What follows belongs to an exercise in optimizing a design on an open flow for small area, a short achievable clock period and few clock cycles; a production flow would make more cautious choices. Function was checked by simulation only, so behaviour that the tests miss may differ from the original.

===== design/flow/design.v =====
module tread_muldiv (
    input  wire        clk,
    input  wire        rst,
    input  wire        in_valid,
    output wire        in_ready,
    input  wire [3:0]  in_func,
    input  wire [63:0] in_x,
    input  wire [63:0] in_y,
    output reg         out_valid,
    output wire [63:0] out_lo,
    output wire [63:0] out_hi,
    output reg         out_v,
    output reg         out_dz
);
    localparam integer W = 69;    
    reg st_idle, st_mul, st_corr, st_move, st_align, st_shift, st_iter, st_fix;
    reg  [64:0] A;
    reg  [63:0] B;
    reg  [64:0] M;
    reg  [6:0]  cnt;         
    reg         xp;          
    reg         msgn;        
    reg         mulh;        
    reg         prepped;     
    reg         dadd;        
    reg  [5:0]  sreg;        
    assign in_ready = st_idle;
    assign out_lo   = B;
    assign out_hi   = A[63:0];
    wire in_sgn = (in_func == 4'h0) | (in_func == 4'h1) |
                  (in_func == 4'h3) | (in_func == 4'h8);
    reg r0_s1, r0_s2, r0_inv, r0_c, r1_s1, r1_s2, r1_ng, x_cin;
    reg skip;                
    function [6:0] booth2;
        input [3:0] b;
        input       p;
        reg [2:0] w0, w1;
        begin
            w0 = {b[1:0], p};
            w1 = b[3:1];
            booth2 = {w0[0] ^ w0[1],
                      (w0 == 3'b100) | (w0 == 3'b011),
                      w0[2] & ~(w0[1] & w0[0]),
                      w1[0] ^ w1[1],
                      (w1 == 3'b100) | (w1 == 3'b011),
                      w1[2] & ~(w1[1] & w1[0]),
                      1'b0};
        end
    endfunction
    wire [W-1:0] mx  = {{(W-65){M[64]}}, M};
    wire [W-1:0] mx2 = {mx[W-2:0], 1'b0};
    wire [W-1:0] row0 = (({W{r0_s1}} & mx) | ({W{r0_s2}} & mx2)) ^ {W{r0_inv}};
    wire [W-1:0] row1m = (({W{r1_s1}} & mx) | ({W{r1_s2}} & mx2)) ^ {W{r1_ng}};
    wire [W-1:0] row1 = {row1m[W-3:0], r1_ng, r0_c};
    wire [W-1:0] ax   = {{(W-65){A[64]}}, A};
    wire [W-1:0] cs_s = ax ^ row0 ^ row1;
    wire [W-1:0] cs_c = {(ax[W-2:0] & row0[W-2:0]) | (ax[W-2:0] & row1[W-2:0]) |
                         (row0[W-2:0] & row1[W-2:0]), r1_ng};
    wire [W-1:0] sum  = cs_s + cs_c + {{(W-1){1'b0}}, r1_ng | x_cin};
    wire [6:0] lz_a, lz_m;
    tread_lzc64 u_lza (.v(A[63:0] ^ {64{A[64]}}), .lz(lz_a));
    tread_lzc64 u_lzm (.v(M[63:0] ^ {64{M[64]}}), .lz(lz_m));
    wire [7:0] sh = {1'b0, lz_m} - {1'b0, lz_a};    
    wire       sh_neg  = sh[7];
    wire       sh_zero = (sh == 8'd0);
    wire       sr_ge16 = (sreg[5:4] != 2'd0);
    wire       sr_ge4  = (sreg[5:2] != 4'd0);
    wire [5:0] sr_step = sr_ge16 ? 6'd16 : sr_ge4 ? 6'd4 : 6'd1;
    wire       sr_last = (sreg == sr_step);
    wire m_zero = lz_m[6] & ~M[64];
    wire v_case = (A == {2'b11, 63'd0}) & (&M) & ~prepped;
    wire fill   = A[64] ^ M[64];
    wire fit = (sum[W-1] == A[64]);
    wire [6:0] cnt_mul = cnt + (skip ? 7'd16 : 7'd4);
    wire xp_mul  = skip ? xp : B[3];
    wire mul_end = (cnt_mul == 7'd64);
    wire [3:0] nb_mul   = skip ? B[19:16] : B[7:4];
    wire       nskip_mul = skip ? ((B[31:16] == {16{xp}})   & (cnt <= 7'd32))
                                : ((B[19:4]  == {16{B[3]}}) & (cnt <= 7'd44));
    wire [6:0] bc_mul = booth2(nb_mul, xp_mul);
    wire [6:0] bc_in  = booth2(in_x[3:0], 1'b0);
    reg [7:0] nc;      
    reg       nskip;
    always @(posedge clk) begin
        out_valid <= 1'b0;
        nc    = 8'd0;
        nskip = 1'b0;
        if (st_idle) begin
            A       <= in_func[3] ? {in_sgn & in_x[63], in_x} : 65'd0;
            B       <= in_x;
            M       <= {in_sgn & in_y[63], in_y};
            cnt     <= 7'd0;
            xp      <= 1'b0;
            msgn    <= in_sgn;
            mulh    <= (in_func == 4'h1) | (in_func == 4'h2);
            prepped <= 1'b0;
            out_v   <= 1'b0;
            out_dz  <= 1'b0;
            if (in_func[3]) begin
                nc = 8'b00010000;                  
            end else begin
                nc    = {bc_in[4], bc_in};
                nskip = (in_x[15:0] == 16'h0000);
            end
            if (in_valid) begin
                st_idle  <= 1'b0;
                st_mul   <= ~in_func[3];
                st_align <= in_func[3];
            end
        end
        if (st_mul) begin
            if (skip) begin
                A <= {{16{A[64]}}, A[64:16]};
                B <= {A[15:0], B[63:16]};
            end else begin
                A <= sum[68:4];
                B <= {sum[3:0], B[63:4]};
            end
            xp  <= xp_mul;
            cnt <= cnt_mul;
            nc    = {bc_mul[4], bc_mul};
            nskip = nskip_mul;
            if (mul_end) begin
                st_mul <= 1'b0;
                if (~msgn & xp_mul) begin
                    st_corr <= 1'b1;
                    nc = 8'b01000000;              
                end else if (mulh) st_move <= 1'b1;
                else begin st_idle <= 1'b1; out_valid <= 1'b1; end
            end
        end
        if (st_corr) begin
            A <= sum[64:0];
            st_corr <= 1'b0;
            if (mulh) st_move <= 1'b1;
            else begin st_idle <= 1'b1; out_valid <= 1'b1; end
        end
        if (st_move) begin
            B <= A[63:0];
            st_move <= 1'b0;
            st_idle <= 1'b1; out_valid <= 1'b1;
        end
        if (st_align) begin
            dadd <= fill;
            nc = 8'b00010000;                      
            if (m_zero | v_case) begin
                B       <= A[63:0];
                A       <= 65'd0;
                out_dz  <= m_zero;
                out_v   <= ~m_zero;
                st_align <= 1'b0;
                st_idle <= 1'b1; out_valid <= 1'b1;
            end else if (M[64] & ~prepped) begin
                A       <= sum[64:0];
                prepped <= 1'b1;
            end else begin
                B    <= {64{fill}};
                cnt  <= sh[6:0];
                sreg <= sh[5:0];
                st_align <= 1'b0;
                if (sh_neg) begin
                    if (A[64] | M[64]) begin
                        st_fix <= 1'b1;
                        nc = {1'b0, ~(A[64] & M[64]), 5'd0, M[64]};
                    end else begin st_idle <= 1'b1; out_valid <= 1'b1; end
                end else if (sh_zero) begin
                    st_iter  <= 1'b1;
                    nc = {~fill, 1'b1, 1'b0, ~fill, 4'd0};
                end else begin
                    st_shift <= 1'b1;
                end
            end
        end
        if (st_shift) begin
            if (sr_ge16)     M <= {M[48:0], 16'd0};
            else if (sr_ge4) M <= {M[60:0], 4'd0};
            else             M <= {M[63:0], 1'b0};
            sreg <= sreg - sr_step;
            if (sr_last) begin
                st_shift <= 1'b0;
                st_iter  <= 1'b1;
                nc = {~dadd, 1'b1, 1'b0, ~dadd, 4'd0};
            end
        end
        if (st_iter) begin
            if (fit) A <= sum[64:0];
            B <= {B[62:0], fit ^ dadd};
            nc = {~dadd, 1'b1, 1'b0, ~dadd, 4'd0};
            if (cnt != 7'd0) begin
                M   <= {M[64], M[64:1]};
                cnt <= cnt - 7'd1;
            end else begin
                st_iter <= 1'b0;
                if (A[64] | M[64]) begin
                    st_fix <= 1'b1;
                    nc = {1'b0, ~(A[64] & M[64]), 5'd0, M[64]};
                end else begin st_idle <= 1'b1; out_valid <= 1'b1; end
            end
        end
        if (st_fix) begin
            A <= sum[64:0];
            st_fix  <= 1'b0;
            st_idle <= 1'b1; out_valid <= 1'b1;
        end
        {r0_c, r0_s1, r0_s2, r0_inv, r1_s1, r1_s2, r1_ng, x_cin} <= nc;
        skip <= nskip;
        if (rst) begin
            st_idle  <= 1'b1;
            st_mul   <= 1'b0;
            st_corr  <= 1'b0;
            st_move  <= 1'b0;
            st_align <= 1'b0;
            st_shift <= 1'b0;
            st_iter  <= 1'b0;
            st_fix   <= 1'b0;
            out_valid <= 1'b0;
        end
    end
endmodule
module tread_lzc64 (
    input  wire [63:0] v,
    output wire [6:0]  lz
);
    wire [31:0] z1;
    wire [31:0] c1;
    genvar i;
    generate
        for (i = 0; i < 32; i = i + 1) begin : l1
            assign z1[i] = ~(v[2*i+1] | v[2*i]);
            assign c1[i] = ~v[2*i+1];
        end
    endgenerate
    wire [15:0] z2;
    wire [31:0] c2;
    generate
        for (i = 0; i < 16; i = i + 1) begin : l2
            assign z2[i] = z1[2*i+1] & z1[2*i];
            assign c2[2*i+1:2*i] = z1[2*i+1] ? {1'b1, c1[2*i]} : {1'b0, c1[2*i+1]};
        end
    endgenerate
    wire [7:0] z3;
    wire [23:0] c3;
    generate
        for (i = 0; i < 8; i = i + 1) begin : l3
            assign z3[i] = z2[2*i+1] & z2[2*i];
            assign c3[3*i+2:3*i] = z2[2*i+1] ? {1'b1, c2[4*i+1:4*i]} : {1'b0, c2[4*i+3:4*i+2]};
        end
    endgenerate
    wire [3:0] z4;
    wire [15:0] c4;
    generate
        for (i = 0; i < 4; i = i + 1) begin : l4
            assign z4[i] = z3[2*i+1] & z3[2*i];
            assign c4[4*i+3:4*i] = z3[2*i+1] ? {1'b1, c3[6*i+2:6*i]} : {1'b0, c3[6*i+5:6*i+3]};
        end
    endgenerate
    wire [1:0] z5;
    wire [9:0] c5;
    generate
        for (i = 0; i < 2; i = i + 1) begin : l5
            assign z5[i] = z4[2*i+1] & z4[2*i];
            assign c5[5*i+4:5*i] = z4[2*i+1] ? {1'b1, c4[8*i+3:8*i]} : {1'b0, c4[8*i+7:8*i+4]};
        end
    endgenerate
    wire z6 = z5[1] & z5[0];
    wire [5:0] c6 = z5[1] ? {1'b1, c5[4:0]} : {1'b0, c5[9:5]};
    assign lz = z6 ? 7'd64 : {1'b0, c6};
endmodule

===== design/flow/flow/run.sh =====
#!/bin/bash
# Layout flow: the standard ORFS flow (standard.sh), unchanged, with the
# timing repair asked for extra setup slack (SETUP_SLACK_MARGIN) so that it
# sizes and buffers the design for a shorter period than the 13 ns clock.
# The make/ORFS output goes to flow_standard.log in this folder; ORFS keeps
# each step's own log under orfs/logs/.
set -euo pipefail
cd "$(dirname "${BASH_SOURCE[0]}")/.."
bash standard.sh SETUP_SLACK_MARGIN=8 finish > flow_standard.log 2>&1

===== design/flow/standard.sh =====
#!/bin/bash
# synth_recipe.tcl (not shown) runs the flow's synth.tcl, then flattens the netlist and writes it again
# the make line also repeats each setting of config.mk as NAME=value (left out here)
make -C /OpenROAD-flow-scripts/flow DESIGN_CONFIG=/design/flow/config.mk WORK_HOME=/design/flow/orfs CLKGATE_MAP_FILE= SYNTH_SCRIPT=/design/flow/synth_recipe.tcl "${@:-finish}"

===== design/flow/config.mk =====
export PLATFORM = sky130hd
export DESIGN_NAME = tread_muldiv
export DESIGN_NICKNAME = tread_muldiv
export VERILOG_FILES = /design/flow/design.v
export SDC_FILE = /design/flow/constraint.sdc
export NUM_CORES = 4
export LEC_CHECK = 0
export CAP_MARGIN = 20
export CORE_MARGIN = 2
export CORE_UTILIZATION = 60
export SLEW_MARGIN = 20

===== design/flow/constraint.sdc =====
create_clock -name core_clock -period 13.0 [get_ports {clk}]
set_input_delay 2.6000 -clock core_clock [delete_from_list [all_inputs] [get_ports {clk}]]
set_output_delay 2.6000 -clock core_clock [all_outputs]
set_load 0.01 [all_outputs]

==> out/qor.yml, run 1 <==
hold_path:
  hold_depth: 1
  hp-class: "reg2reg"
timing:
  max_freq_mhz: 199.5
  tns_ns: 0
  maxSlewViolCount: 0
  setup-violations-final: 0
  rsz0062_at_grt: "true"
  clock_skew_ns: 0.01321
  period_share_pct: 38.55
  layout_min_cycle_time_ns: 5.012
  relSlewSlack_pct: 23.72
  worst_pin_slew_ns: 1.143
  layout_setup_ws_ns: 7.988
  holdWs_ns: 0.5114
  report.final.hold_viol_count: 0
global_routing:
  grt_pass1_vias: 28370
  globalRoute.totalOverflow: 0
  grt_pass1_wl_mm: 172.3
  antenna_found_initial: 6
  grt_start_max_net_pins: 151
  track_usage_pct: 47.90
detailed_routing:
  drt-total-wl_mm: 118.6
  drtAntennaViolNets: 0
  vias_per_cell: 7.463
  drt_iter0_drc: 6091
  wl_per_cell_um: 28.07
  vias: 31520
  dr.pass1.iters: 10
  drc: 0
floorplan:
  start_util_pct: 60.42
  die_w_um: 214.6
  pin_count: 267
  rows: 77
  fp.dieH_um: 214.6
  dieArea_um2: 46040
  core-area_um2: 44030
logic_synthesis:
  synthTopCellsByArea: "dfxtp_1 17%, xnor2_1 5.8%, a22oi_1 5.8%"
  synth_top_cell_area_share_pct: 16.63
  ys_ff_latch: 232
  synth_area_um2: 26600
  seq_area_frac_synth_pct: 17.87
  synth-edff-count: 11
  ys_warn_count: 1
  yosys.area.top_type: "dfxtp_1"
  synth_nets: 3910
  syn_avg_cell_area_um2: 7.361
  syn_inst: 3614
  synth_cell_type_count: 80
  synthArstFlopShare_pct: 0
  synth_top_flop_cell: "dfxtp_1"
setup_path:
  cp_cell_sequence: "buf_12 > buf_16 > or4_1 > o22ai_1 > inv_1 > o21ai_1 > a21oi_1 > nor2_1 > nor2_1 > o21ai_0 > a21boi_0 > nor2_1 > ha_1 > xor2_1 > nand4_1 > nor4_4 > buf_4 > a31oi_1 > o32ai_1 > o21ai_1"
  critPathLaunchType: "register"
  crit_cells: 20
  endpoint_kind: "register"
  cp_slowest_stage_delay_ns: 0.56
  critPathKind: "reg2reg"
  critical_path_buf_inv_count: 4
  cpMostUsedCell: "nor2_1"
  required_ns: 13.46
  critPathTopFamily: "simple AND/OR/NAND/NOR gates"
  cpMaxStageDelayCell: "xor2_1"
  path_max_fanout: 26
  arrival_ns: 5.47
  reg2reg_depth: 20
clocking:
  clockBufferDepth: 3
  cts_tree: "done"
  cts_inserted_buffers: 28
  clkLatencyLatePin_ns: 0.60
  root_buffer: "clkbuf_16"
  htree_levels: 1
  cts_hold_buf: 0
  cts.clk_slew.worst_paths_ns: 0.07
  tritoncts_num_sinks: 232
run:
  max-cap-violations: 0
cells_and_area:
  fill_cells: 3573
  final_common_cell: "nand2_1"
  drive_gt1_share_pct: 9.096
  post-route-util_pct: 70.15
  layout.nets: 3904
  area_delta_synth_final_pct: 16.10
  final_area_um2: 30880
  final_cell_mix: "384 x nand2_1, 266 x clkdlybuf4s50_1, 265 x a21oi_1, 213 x nor2_1, 204 x a22oi_1"
placed_design:
  detailed_place.area_um2: 28620
  dp_slack_ns: 6.583
  dp.final_hpwl_mm: 82.00
  io_buffers: 266
  place_congestion: 1.020
outcome:
  outcome: "no timing/DRC/antenna violations"
## synth_stat cells (all sizes together), types with 18 or more instances
| cell | instances |
|---|---|
| a22oi | 204 |
| dfxtp | 221 |
| o21ai | 180 |
| nor4 | 22 |
| o22ai | 35 |
| a31oi | 27 |
| nand2 | 384 |
| nor3 | 70 |
| o211ai | 35 |
| inv | 103 |
| xnor2 | 175 |
| nor2b | 115 |
| clkbuf | 287 |
| a2bb2oi | 66 |
| or4 | 22 |
| a21oi | 272 |
| nand3 | 80 |
| fa | 71 |
| a22o | 20 |
| a221oi | 84 |
| mux2i | 93 |
| or3 | 24 |
| a21o | 47 |
| o21bai | 22 |
| buf | 134 |
| a211oi | 116 |
| o31ai | 56 |
| a221o | 31 |
| o21a | 21 |
| nand4 | 52 |
| nor2 | 221 |
| xor2 | 39 |
| ha | 90 |
| nand2b | 18 |
## final timing paths
path	to	startpoint	slack, ns
setup reg to reg	r0_inv	M[64]	7.99
hold reg to reg	st_fix	st_fix	0.51
setup / recovery	r0_inv	M[64]	7.99
hold / removal	st_fix	st_fix	0.51
## sequential cells by signal, summed over array words and instances (netlist names), 6 cells and up
register	flops
M	65
sreg	6
A	65
cnt	7
B	64
## per-stage QoR
step | std cells
after floorplan | 3614
after global placement | 4100
after detailed placement | 4101
after CTS | 4176
after global routing | 4221
final | 4224
## metal layers
metal,track usage [%],vias to the layer above,part of all wire [%]
li1,-,13310,-
met1,63.28,14550,36
met2,69.78,2993,40
met3,13.21,662,16
met4,28.17,6,7.8
met5,0,-,0.036
## what timing repair did
item,in CTS,in global routing
pin swaps,7,19
setup endpoints to repair,105,77
buffers inserted,17,40
cloned,8,4
resized for setup,80,104
## area by class of cell
cell class | instances | area (um2) | share of cell area (%)
multi-input combinational | 2860 | 20000 | 64.77
sequential | 232 | 4878 | 15.80
timing repair buffer | 382 | 3934 | 12.74
clock buffer | 45 | 844.6 | 2.735
tap | 592 | 740.7 | 2.398
inverter | 104 | 394.1 | 1.276
clock inverter | 5 | 80.08 | 0.2593
antenna | 4 | 10.01 | 0.03241
## logic make-up (layout without fill, tap and decap cells)
logic type                 count (synthesis)  count (layout)  share of synthesized area, %
buffers and inverters                    525             536                         8.494
AOI/OAI and AO/OA                       1311            1314                         34.10
xor gates and xnor gates                 214             214                         7.046
DFF                                      232             232                         17.87
other                                      0               4                             0
muxes                                    101             101                         3.838
and+or+nand+nor                         1070            1070                         19.07
adders and majority gates                161             161                         9.576
Testbench counts, summed over its fixed seeds: cycles 65,626.
==> run 2: changes to the inputs <==
==> design/flow/flow/run.sh (replaced) <==
#!/bin/bash
# Layout flow: the standard ORFS flow (standard.sh), unchanged, with
#  - the timing repair asked for extra setup slack (SETUP_SLACK_MARGIN), so
#    that it sizes and buffers the design for a shorter period than 13 ns;
#  - the port buffers that placement adds to every input and output made
#    from sky130_fd_sc_hd__buf_1 (BUFFER_PORTS_ARGS) instead of the larger
#    delay buffer the flow picks by default.
# The make/ORFS output goes to flow_standard.log in this folder; ORFS keeps
# each step's own log under orfs/logs/.
set -euo pipefail
cd "$(dirname "${BASH_SOURCE[0]}")/.."
bash standard.sh SETUP_SLACK_MARGIN=8 'BUFFER_PORTS_ARGS=-buffer_cell sky130_fd_sc_hd__buf_1' finish > flow_standard.log 2>&1
--- a/design/flow/config.mk
+++ b/design/flow/config.mk
@@ -7,5 +7,5 @@
 export LEC_CHECK = 0
 export CAP_MARGIN = 20
 export CORE_MARGIN = 2
-export CORE_UTILIZATION = 60
+export CORE_UTILIZATION = 50
 export SLEW_MARGIN = 20
==> run 2 against run 1 <==
Against the previous run: setup slack better by 0.065 ns; global-route usage fell by 7.4 points; maximum frequency grew 1.3%; critical path type unchanged.
==> out/qor.yml, run 2 <==
logic_synthesis:
  synthArstFlopShare_pct: 0
  synth_top_flop_cell: "dfxtp_1"
  synth_area_um2: 26600
  synthTopCellsByArea: "dfxtp_1 17%, xnor2_1 5.8%, a22oi_1 5.8%"
  ys_ff_latch: 232
  synth_commonest_cells: "384 x nand2_1, 287 x clkbuf_1, 270 x a21oi_1"
  seq_area_frac_synth_pct: 17.87
  yosys.area.top_type: "dfxtp_1"
  synth_top_cell_area_share_pct: 16.63
  synth_cell_type_count: 80
  syn_avg_cell_area_um2: 7.361
  ys_warn_count: 1
  syn_inst: 3614
  synth_most_common_cell: "nand2_1"
  synth_nets: 3910
  synth-edff-count: 11
global_routing:
  grt_busiest_layer: "met2"
  gr-usage-met3_pct: 7.883
  grtUsageMet1_pct: 56.02
  met2_usage_pct: 59.74
  antenna_found_initial: 3
  grt_start_max_net_pins: 114
  grt_pass1_wl_mm: 174.7
  grt_pass1_vias: 27390
  globalRoute.totalOverflow: 0
  track_usage_pct: 40.54
clocking:
  tritoncts_num_sinks: 232
  clockBufferDepth: 3
  cts_tree: "done"
  cts.clk_slew.worst_paths_ns: 0.06
  clkLatencyLatePin_ns: 0.62
  root_buffer: "clkbuf_16"
  cts_inserted_buffers: 30
  htree_levels: 1
setup_path:
  cp_slowest_stage_delay_ns: 0.58
  critPathLaunchType: "register"
  critPathKind: "reg2reg"
  endpoint_kind: "register"
  critPathTopFamily: "simple AND/OR/NAND/NOR gates"
  cpMostUsedCell: "o21ai_1"
  critical_path_buf_inv_count: 2
  cp_cell_sequence: "buf_4 > buf_12 > or3_1 > o32a_1 > or4_4 > or2_4 > o31ai_4 > nor2_2 > ha_4 > o21ai_1 > a21oi_2 > o21ai_1 > a21boi_1 > o21ai_1 > nand2b_1 > o21ai_2 > a2111o_1 > or4_1"
  arrival_ns: 5.44
  path_max_fanout: 5
  required_ns: 13.49
  cpMaxStageDelayCell: "or4_4"
floorplan:
  rows: 84
  start_util_pct: 50.62
  die_w_um: 234.7
  pin_count: 267
  fp.dieH_um: 234.7
  dieArea_um2: 55070
  core-area_um2: 52550
timing:
  maxSlewViolCount: 0
  clock_skew_ns: 0.02772
  worst_pin_slew_ns: 1.177
  report.final.hold_viol_count: 0
  period_share_pct: 38.05
  rsz0062_at_grt: "true"
  tns_ns: 0
  relSlewSlack_pct: 21.43
  setup-violations-final: 0
  layout_min_cycle_time_ns: 4.946
  max_freq_mhz: 202.2
cells_and_area:
  finalNonFillerCells: 4314
  fill_cells: 5068
  final_cell_mix: "383 x nand2_1, 266 x buf_1, 264 x a21oi_1, 213 x nor2_1, 201 x a22oi_1"
  area_delta_synth_final_pct: 11.23
  final_common_cell: "nand2_1"
  reg.largest.list: "A x65, M x65, B x64"
  drive_gt1_share_pct: 10.02
  layout.nets: 3895
run:
  max-cap-violations: 0
detailed_routing:
  vias: 30160
  drt-total-wl_mm: 121.5
  drt_iter0_drc: 3857
  drtAntennaViolNets: 0
  wl_per_cell_um: 28.17
  dr.pass1.iters: 6
  drc: 0
  vias_per_cell: 6.991
placed_design:
  dp.final_hpwl_mm: 85.15
  io_buffers: 266
  dp_cells: 4194
  place_congestion: 0.9952
outcome:
  outcome: "no timing/DRC/antenna violations"
hold_path:
  hp-class: "reg2reg"
run 2: cell counts after synthesis:
No cell type changed its count.
run 2: final timing paths:
check | startpoint | end | slack (ns) | cells after the start
max | M[64] | st_idle | 8.05 | 18
min | out_v | out_v | 0.52 | 2
max reg2reg | M[64] | st_idle | 8.05 | 18
min reg2reg | out_v | out_v | 0.52 | 2
run 2: area by class of cell:
class                   instances  area, um2  share of cell area [%]
multi-input cells            2860      20250                   68.44
diodes                          4      10.01                 0.03383
flip-flops and latches        232       4892                   16.53
well taps                     688      860.8                   2.909
clock inverters                 6      63.81                  0.2157
clock buffers                  49      923.4                   3.121
inverters                     104      394.1                   1.332
repair buffers                371       2193                   7.413
run 2: metrics by stage:
step	utilization (%)	area [um2]	setup slack, ns	hold slack [ns]
3_3_place_gp	51.43	27030	6.754	0.4913
4_1_cts	54.39	28580	8.001	0.5133
2_1_floorplan	-	26610	8.039	0.4472
5_1_grt	56.29	29580	7.925	0.5275
3_5_place_dp	51.43	27030	6.612	0.5004
6_report	56.31	29590	8.054	0.5205
run 2: per-layer routing:
metal | vias up | part of all wire, %
li1 | 13300 | -
met1 | 14420 | 40
met2 | 2052 | 42
met3 | 384 | 11
met4 | 2 | 6.5
met5 | - | 0.0066
run 2: worst reg2reg max path, stage by stage, from the launching register on:
cell and delay (ns):
edfxtp_1 0.44, buf_4 0.17, buf_12 0.14, or3_1 0.31
o32a_1 0.38, or4_4 0.59, or2_4 0.28, o31ai_4 0.26
nor2_2 0.09, ha_4 0.30, o21ai_1 0.10, a21oi_2 0.15
o21ai_1 0.10, a21boi_1 0.14, o21ai_1 0.08, nand2b_1 0.26
o21ai_2 0.09, a2111o_1 0.47, or4_1 0.49
run 2: cells by family after synthesis:
family	count (synthesis)	synth area share, %
XOR/XNOR	214	7.046
adder cells (fa/ha/maj)	161	9.576
flip-flops	232	17.87
AO/OA/AOI/OAI	1311	34.10
buffers and inverters	525	8.494
AND/OR/NAND/NOR	1070	19.07
multiplexers	101	3.838
run 2: repair_timing:
item,in CTS,in global routing
buffers inserted,19,25
cloned,5,11
endpoints found under the setup margin,138,76
pin swaps,6,26
gates resized for setup,96,136
hold buffers,0,0
==> run 3: changes to the inputs <==
--- a/design/flow/config.mk
+++ b/design/flow/config.mk
@@ -7,5 +7,6 @@
 export LEC_CHECK = 0
 export CAP_MARGIN = 20
 export CORE_MARGIN = 2
-export CORE_UTILIZATION = 50
+export CORE_UTILIZATION = 65
 export SLEW_MARGIN = 20
+export TNS_END_PERCENT = 5
==> run 3 against run 2 <==
Against the previous run: still clean; final cell count decreased by 4.4%; die area fell by 23%; critical path type unchanged; sequential cell count did not move; clock skew is 0.017 ns higher; final area is 2.7% lower; highest routed layer unchanged; via count rose by 2.4%; largest cell class unchanged.
==> out/qor.yml, run 3 <==
cells_and_area:
  area_delta_synth_final_pct: 8.278
  final_cell_mix: "384 x nand2_1, 267 x a21oi_1, 266 x buf_1, 214 x nor2_1, 204 x a22oi_1"
  final_common_cell: "nand2_1"
  reg.largest.list: "A x65, M x65, B x64"
  layout.nets: 3862
  drive_gt1_share_pct: 7.999
  post-route-util_pct: 70.86
detailed_routing:
  m1WireLength_mm: 41.59
  highest_layer: "met5"
  drt-total-wl_mm: 112.8
  drc: 0
  drtAntennaViolNets: 0
  wl_met2_mm: 45.07
  vias_per_cell: 7.486
  wl_met3_mm: 17.17
  vias: 30870
  dr.pass1.iters: 9
  drt_iter0_drc: 5816
  wl_per_cell_um: 27.36
setup_path:
  cp_slowest_stage_delay_ns: 0.60
  critPathTopFamily: "simple AND/OR/NAND/NOR gates"
  critical_path_buf_inv_count: 2
  r2r_setup_slack_ns: 7.98
  critPathLaunchType: "register"
  r2r-start: "M[64]"
  cpMaxStageDelayCell: "or4_4"
  endpoint_kind: "register"
  critPathKind: "reg2reg"
  reg2reg_to: "out_valid"
  path_max_fanout: 37
  required_ns: 13.47
  endpoint: "out_valid"
  crit_start: "M[64]"
  crit_cells: 19
  cp_cell_sequence: "buf_4 > buf_12 > nand3_1 > o22a_1 > or4_4 > or2_2 > o31ai_1 > nor2_1 > ha_1 > o21ai_1 > a21oi_1 > o21ai_1 > a21boi_0 > o21ai_1 > nand2b_2 > o21ai_0 > a2111o_1 > nor2_1 > nor2_1"
  reg2reg_depth: 19
  arrival_ns: 5.49
clocking:
  tritoncts_num_sinks: 232
  clkLatencyLatePin_ns: 0.60
  cts_tree: "done"
  clockBufferDepth: 3
  htree_levels: 1
  root_buffer: "clkbuf_16"
  cts_hold_buf: 0
  cts_inserted_buffers: 28
  cts.clk_slew.worst_paths_ns: 0.07
logic_synthesis:
  syn_inst: 3614
  synth_commonest_cells: "384 x nand2_1, 287 x clkbuf_1, 270 x a21oi_1"
  synth_compound_area_share_pct: 34.10
  synth_most_common_cell: "nand2_1"
  synth_top_family_by_area: "compound AO/OA/AOI/OAI gates"
  synth-edff-count: 11
  synthArstFlopShare_pct: 0
  seq_area_frac_synth_pct: 17.87
  ys_ff_latch: 232
  synthTopCellsByArea: "dfxtp_1 17%, xnor2_1 5.8%, a22oi_1 5.8%"
  synth_top_flop_cell: "dfxtp_1"
  syn_avg_cell_area_um2: 7.361
  synthSimpleGateAreaFrac_pct: 19.07
  ys_warn_count: 1
  muxShareOfSynthArea_pct: 3.838
  synth_fa_ha_area_share_pct: 9.576
  synthXorXnorAreaFrac_pct: 7.046
  synth_area_um2: 26600
  yosys.area.top_type: "dfxtp_1"
  synth_top_cell_area_share_pct: 16.63
  synth_cell_type_count: 80
  synth_nets: 3910
floorplan:
  dieArea_um2: 42560
  fp.dieH_um: 206.3
  start_util_pct: 65.45
  die_w_um: 206.3
  pin_count: 267
  rows: 74
  core-area_um2: 40650
timing:
  layout_min_cycle_time_ns: 5.019
  clock_skew_ns: 0.04473
  worst_pin_slew_ns: 1.199
  period_share_pct: 38.61
  relSlewSlack_pct: 19.94
  setup-violations-final: 0
  max_freq_mhz: 199.2
  maxSlewViolCount: 0
  rsz0062_at_grt: "true"
  report.final.hold_viol_count: 0
  tns_ns: 0
placed_design:
  dp.final_hpwl_mm: 77.47
  io_buffers: 266
  place_congestion: 1.063
global_routing:
  grt_pass1_vias: 26980
  globalRoute.totalOverflow: 0
  grt_pass1_wl_mm: 162.3
  antenna_found_initial: 7
  grt_start_max_net_pins: 205
  track_usage_pct: 49.69
hold_path:
  hp-class: "reg2reg"
outcome:
  outcome: "no timing/DRC/antenna violations"
run:
  max-cap-violations: 0
## run 3: cell counts after synthesis
Identical to the previous run, type by type.
## run 3: kinds of logic after synthesis
logic type	Yosys count
adders and majority gates	161
muxes	101
and+or+nand+nor	1070
xor gates and xnor gates	214
buffers and inverters	525
DFF	232
AOI/OAI and AO/OA	1311
## run 3: layout make-up
cell class                      instances  area (um2)
Inverter                              104       395.4
Sequential cell                       232        4875
Clock buffer                           32       735.7
Tap cell                              532       665.6
Antenna cell                            4       10.01
Multi-Input combinational cell       2860       19980
Fill cell                            3309       11840
Timing Repair Buffer                  340        1853
Clock inverter                         20       289.0
## run 3: routing by layer
metal | vias to the layer above | GRT usage (%)
met2 | 2860 | 70.29
met5 | - | 0
li1 | 13230 | -
met4 | 8 | 30.10
met1 | 14160 | 64.91
met3 | 617 | 16.86
## run 3: through the flow
step / hold WS, ns / setup slack (ns) / cell area, um2 / std cells
after global routing: 0.5262 / 7.902 / 28790 / 4120
after floorplan: 0.4472 / 8.039 / 26610 / 3614
final: 0.4989 / 7.981 / 28800 / 4124
after detailed placement: 0.4955 / 6.755 / 26760 / 4027
after CTS: 0.5009 / 7.904 / 28200 / 4098
after global placement: 0.4815 / 6.928 / 26760 / 4027
## run 3: how the worst min path moves through the flow
stage	from	slack, ns	to	cells past startpoint
global placement	cnt[0]	0.48	cnt[0]	1
floorplan	st_move	0.45	st_move	1
global route	B[2]	0.53	B[3]	1
detailed placement	cnt[0]	0.50	cnt[0]	1
CTS	B[1]	0.50	B[2]	1
finish	B[1]	0.50	B[2]	1
## run 3: timing repair
item	in CTS	in global routing
setup buffers	14	15
gates cloned	5	7
endpoints found under the setup margin	90	75
resized for setup	60	111
endpoints found under the hold margin	0	0
pin swaps	5	14
## run 3: worst reg2reg max path, stage by stage, from the launching register on
cell      delay [ns]
edfxtp_1        0.39
buf_4           0.18
buf_12          0.24
nand3_1         0.24
o22a_1          0.31
or4_4           0.60
or2_2           0.35
o31ai_1         0.26
nor2_1          0.07
ha_1            0.33
o21ai_1         0.10
a21oi_1         0.21
o21ai_1         0.12
a21boi_0        0.21
o21ai_1         0.10
nand2b_2        0.16
o21ai_0         0.12
a2111o_1        0.43
nor2_1          0.41
nor2_1          0.08

-- separate check: timing with driven ports --
Ports are ideal in the flow. The routed layouts listed here were re-timed in OpenROAD. Step 1 (the two cells are an assumption about what drives the block):
set clk [get_ports {clk}]
set_driving_cell -lib_cell sky130_fd_sc_hd__clkbuf_16 $clk
set_driving_cell -lib_cell sky130_fd_sc_hd__buf_2 [delete_from_list [all_inputs] $clk]
Step 2 times the ports against the registers' clock, not the clock port: input delays grow and output delays shrink by t, the midpoint of the rising clock arrivals with the driver on. a / b / c = ideal / step 1 / step 2; a / b = the first two.
run	t, ns	slack for setup (ns)	cell pins on the clock port's net
run 1	0.653	7.988 / 7.988 / 7.908	1
run 2	0.669	8.054 / 8.054 / 8.054	1
run 3	0.637	7.981 / 7.981 / 7.981	1
After both steps setup and hold are still met in every run listed. For run 1, which loses most, drivers alone change the setup slack by 0.000 ns; drivers and shift together by -0.080 ns.
